What follows belongs to an exercise in optimizing a design on an open flow for small area and a short achievable clock period; a production flow would make more cautious choices.
Function was checked by simulation only, so behaviour that the tests miss may differ from the original.
Power is estimated from default activity; no workload was simulated.

## build 61
## ksc_fslot
module ksc_fslot (
    input             clk,
    input             rst,
    input             in_valid,
    input      [4:0]  op,
    input      [31:0] a,
    input      [31:0] b,
    input      [31:0] c,
    output reg        out_valid,
    output reg [31:0] res
);
    localparam [31:0] ONE  = 32'h3F80_0000;
    localparam [31:0] NEG0 = 32'h8000_0000;
    localparam [31:0] M32  = 32'hCF80_0000;    
    wire i_x10  = op[1] ^ op[0];                                   
    wire i_fma  = ~op[4] & ((~op[3] & ~op[2]) | (op[3] & i_x10));  
    wire i_cvt  = op[4] & op[3];
    wire i_f2i  = i_cvt & (op[2] | op[1]);
    wire i_i2f  = i_cvt & ~op[2] & ~op[1];
    wire i_addb = ~op[4] & ~op[3] & ~op[2] & ~op[1];               
    wire i_mulb = ~op[4] & ((~op[3] & ~op[2] & op[1]) | (op[3] & i_x10));    
    wire i_is1  = i_addb & op[0];
    wire i_is2  = ~op[4] & ~op[3] & ~op[2] & op[1];                
  ...
==> flow/config.mk <==
export PLATFORM = sky130hd
export DESIGN_NAME = ksc_fslot
export DESIGN_NICKNAME = ksc_fslot
export VERILOG_FILES = /design/flow/design.v
export SDC_FILE = /design/flow/constraint.sdc
export NUM_CORES = 4
export LEC_CHECK = 0
export CAP_MARGIN = 20
export CORE_MARGIN = 2
export CORE_UTILIZATION = 40
export CTS_CLUSTER_DIAMETER = 150
export CTS_CLUSTER_SIZE = 20
export PLACE_DENSITY = 0.6
export SLEW_MARGIN = 20
==> flow/constraint.sdc <==
create_clock -name core_clock -period 36.0 [get_ports {clk}]
set_input_delay 7.2000 -clock core_clock [delete_from_list [all_inputs] [get_ports {clk}]]
set_output_delay 7.2000 -clock core_clock [all_outputs]
set_load 0.01 [all_outputs]
standard.sh (not shown) runs the stock make flow with config.mk's settings and CLKGATE_MAP_FILE= SYNTH_SCRIPT=/design/flow/synth_recipe.tcl, a recipe that flattens the netlist after the stock synthesis.
==> flow/flow/run.sh <==
#!/bin/bash
# The standard layout with two changes:
#  - buf_2 cells as the port buffers instead of the default delay-cell
#    buffers (faster and smaller);
#  - after the standard synthesis, flow/polarity.py removes inverters next to
#    the full adders (a full adder of complemented inputs gives complemented
#    outputs), then the standard flow goes on from that netlist.
# Each step's full output goes to its own log in this folder.
set -euo pipefail
export BUFFER_PORTS_ARGS="-buffer_cell sky130_fd_sc_hd__buf_2"
R="$PWD/orfs/results/sky130hd/ksc_fslot/base"
bash standard.sh "$R/1_2_yosys.v" > standard_synth.log 2>&1
cp "$R/1_2_yosys.v" "$R/1_2_yosys.standard.v"
python3 flow/polarity.py "$R/1_2_yosys.standard.v" "$R/1_2_yosys.v" > polarity.log 2>&1
bash standard.sh > standard.log 2>&1
Other scripts of this flow, unchanged in this note and not shown: flow/flow/polarity.py
Input-level comparison between trial 56 and build 61:
--- a/flow/design.v
+++ b/flow/design.v
@@ -2691,29 +2691,28 @@
     input      [31:0] a,
     input      [31:0] b,
     input      [31:0] c,
     output reg        out_valid,
     output reg [31:0] res
 );
     localparam [31:0] ONE  = 32'h3F80_0000;
     localparam [31:0] NEG0 = 32'h8000_0000;
     localparam [31:0] M32  = 32'hCF80_0000;    
-    wire i_x10  = op[1] ^ op[0];                                   
-    wire i_fma  = ~op[4] & ((~op[3] & ~op[2]) | (op[3] & i_x10));  
+    wire i_fma  = ~op[4] & ((op[3:0] <= 4'd2) | (op[3:0] == 4'd9) | (op[3:0] == 4'd10));
     wire i_cvt  = op[4] & op[3];
     wire i_f2i  = i_cvt & (op[2] | op[1]);
     wire i_i2f  = i_cvt & ~op[2] & ~op[1];
     wire i_addb = ~op[4] & ~op[3] & ~op[2] & ~op[1];               
-    wire i_mulb = ~op[4] & ((~op[3] & ~op[2] & op[1]) | (op[3] & i_x10));    
+    wire i_mulb = ~op[4] & ((op[3:0] == 4'd2) | (op[3:0] == 4'd9) | (op[3:0] == 4'd10));
     wire i_is1  = i_addb & op[0];
     wire i_is2  = ~op[4] & ~op[3] & ~op[2] & op[1];                
-    wire i_selb = ~op[3] & (op[4] | op[2] | ~op[1]);               
-    wire i_selc = ~op[4] & op[3];                                  
+    wire i_selb = ~op[3] & ~i_is2;
+    wire i_selc = ~op[4] & op[3];
     wire i_m32  = i_i2f & ~op[0] & a[31];
     wire [31:0] yi = ({32{i_mulb}} & b) | ({32{i_addb}} & ONE);
     wire [31:0] zi = ({32{i_selb}} & {b[31] ^ i_is1, b[30:0]})
                    | ({32{i_selc}} & c)
                    | ({32{i_f2i}}  & a)
                    | ({32{i_m32}}  & M32)
                    | {i_is2, 31'd0};
     reg        v0, fma0, f2i0, i2f0;
     reg [4:0]  op0;
## What came out
- Where first-pass GRT wire length is concerned, build 61 is outperformed by trial 56.
- The buffers plus inverters on the worst setup path in trial 56 sits 1 above the value recorded for build 61.
- Compared with build 61, final total power in trial 56 decreased by more than 10%.
- The faster design of the two is build 61; trial 56 tops out lower.
- Taking build 61 as the reference, in trial 56 setup skew after layout -0.016 ns, overall overflow remaining after global route essentially unchanged, area of combinational cells with multiple inputs now sits higher.
- Time the worst path needs with I/O delays and setup ends up lower on build 61.
- For the worst relative slew slack, trial 56 came in 7.5 points lower than build 61 did.
- Trial 56 finished every step from synthesis to the final layout, and the layout passed the timing, design-rule and antenna checks.
- On delay contributed by the slowest stage of the critical path: between build 61 and trial 56, it ends up lower for build 61.

* * *

ksc_fslot, a different RTL version from the one above (not shown whole).
For scale: roughly 140 I/O pins, about 43000 µm² of cells after synthesis.
export LEC_CHECK = 0
export CAP_MARGIN = 20
export CORE_MARGIN = 2
export CORE_UTILIZATION = 40
export CTS_CLUSTER_DIAMETER = 150
export CTS_CLUSTER_SIZE = 20
export PLACE_DENSITY = 0.6
export SLEW_MARGIN = 20
create_clock -name core_clock -period 36.0 [get_ports {clk}]
Scripts as last shown in full above: flow/flow/run.sh
Other scripts of this flow, unchanged in this note and not shown: flow/flow/polarity.py
The starting point passed the timing, design-rule and antenna checks.
==> next run, changes <==
--- a/flow/design.v
+++ b/flow/design.v
@@ -2756,21 +2756,21 @@
                  | (p_inf & z_inf & (sp != sz));
     wire is_inf  = p_inf | z_inf;
     wire inf_s   = p_inf ? sp : sz;
     wire eff_sub = fma0 ? (sp ^ sz) : (sz & (f2i0 | i2f0));
     wire [47:0] P;
     fs_fma u_mul (.x(mx), .y(my), .v(V), .r(P));
     wire [9:0]  exy  = fma0 ? ({2'd0, Ex} + {2'd0, Ey}) :
                        (f2i0 | i2f0) ? 10'd300 : 10'd1023;
-    wire signed [10:0] shr = $signed({1'b0, exy}) - $signed({3'd0, Ez}) - 11'sd100;
+    wire signed [10:0] exl = $signed({1'b0, exy}) - 11'sd100;
+    wire signed [10:0] shr = exl - $signed({3'd0, Ez});
     wire        top  = (fma0 & p_zero) | shr[10];       
     wire        far  = |shr[9:7];                       
-    wire [9:0]  shc  = top ? 10'd0 : shr[9:0];
-    wire [8:0]  slim = shc[8:0] + {1'b0, Ez};           
+    wire [8:0]  slim = top ? {1'b0, Ez} : exl[8:0];
     wire [6:0]  sh   = shr[6:0];
     wire [76:0] a0s  = {mz, 53'd0};
     wire [76:0] a1s  = sh[0] ? {1'd0,  a0s[76:1]}  : a0s;
     wire [76:0] a2s  = sh[1] ? {2'd0,  a1s[76:2]}  : a1s;
     wire [76:0] a3s  = sh[2] ? {4'd0,  a2s[76:4]}  : a2s;
     wire [76:0] a4s  = sh[3] ? {8'd0,  a3s[76:8]}  : a3s;
     wire [76:0] a5s  = sh[4] ? {16'd0, a4s[76:16]} : a4s;
     wire [76:0] a6s  = sh[5] ? {32'd0, a5s[76:32]} : a5s;
@@ -2833,30 +2833,31 @@
         lz2   <= lz;
         slim2 <= slim1;
         sb2   <= sp1 ^ neg;
         spc2  <= spc1;
         zn2   <= zn1;
         kd2   <= kd1;
     end
     wire        rz2  = &lz2[6:4];                        
-    wire        hid  = {2'b00, lz2} <= slim2;            
+    wire [9:0]  dl   = {1'b0, slim2} - {3'd0, lz2};
+    wire        hid  = ~dl[9];                           
     wire [6:0]  s    = hid ? lz2 : slim2[6:0];
     wire [77:0] n6   = s[6] ? {R2[13:0], 64'd0} : R2;
     wire [77:0] n5   = s[5] ? {n6[45:0], 32'd0} : n6;
     wire [77:0] n4   = s[4] ? {n5[61:0], 16'd0} : n5;
     wire [77:0] n3   = s[3] ? {n4[69:0],  8'd0} : n4;
     wire [77:0] n2   = s[2] ? {n3[73:0],  4'd0} : n3;
     wire [77:0] n1   = s[1] ? {n2[75:0],  2'd0} : n2;
     wire [77:0] N    = s[0] ? {n1[76:0],  1'd0} : n1;
     wire [52:0] msk  = {53{1'b1}} >> s;
     wire        st   = |(R2[52:0] & msk);
     wire [22:0] man  = N[76:54];
     wire        g    = N[53];
-    wire [9:0]  e1   = {1'b0, slim2} + 10'd1 - {3'd0, lz2};    
+    wire [9:0]  e1   = dl + 10'd1;                       
     wire        ovf  = hid & (e1 >= 10'd255);
     wire        rinc = g & (st | man[0]);
     wire [30:0] pk   = {hid ? e1[7:0] : 8'd0, man} + {30'd0, rinc};
     wire [31:0] fres = spc2[1] ? {spc2[0], 31'h7F80_0000} :
                        spc2[0] ? 32'h7FC0_0000 :
                        rz2     ? {zn2, 31'd0} :
                        ovf  ? {sb2, 31'h7F80_0000} :
                               {sb2, pk};
What happened: Hold slack improved by 0.011 ns; routed wire length came out higher by 2.4%; first-iteration DRC count drops by 10%; sequential share of layout area barely changes; design area is about the same; sequential power increases by about 1%; area after synthesis decreases by 0.34%.

-- afterwards: timing with drivers on the ports --
The results above use ideal ports. As a check the final layouts listed here were re-extracted and re-timed, cells and wires unchanged. Step 1 sets driving cells, clkbuf_16 on the clock port and buf_2 on the other inputs (assumed; they add their load-dependent delay and slew). Step 2 times the ports against the registers' clock, not the clock port: input delays grow and output delays shrink by t, the midpoint of the rising clock arrivals with the driver on. a / b / c = no drivers / after step 1 / after step 2; a / b = the first two.
run | t (ns) | setup slack, ns | worst hold slack (ns) | worst setup path at the end | slew at the worst register clock pin (ns)
build 61 | 0.675 | 27.753 / 27.682 / 27.370 | 0.355 / 0.355 / 0.355 | input to register | 0.09 / 0.09
trial 56 | 0.684 | 27.515 / 27.562 / 26.877 | 0.332 / 0.332 / 0.332 | input to register | 0.10 / 0.10
the first run of note 2 | 0.702 | 27.709 / 27.637 / 27.271 | 0.321 / 0.321 / 0.321 | input to register | 0.11 / 0.11
the second run of note 2 | 0.676 | 27.726 / 27.657 / 27.187 | 0.332 / 0.332 / 0.332 | input to register | 0.10 / 0.10
After both steps setup and hold are still met in every run listed. For trial 56, which loses most, drivers alone change the setup slack by +0.047 ns; drivers and shift together by -0.638 ns.
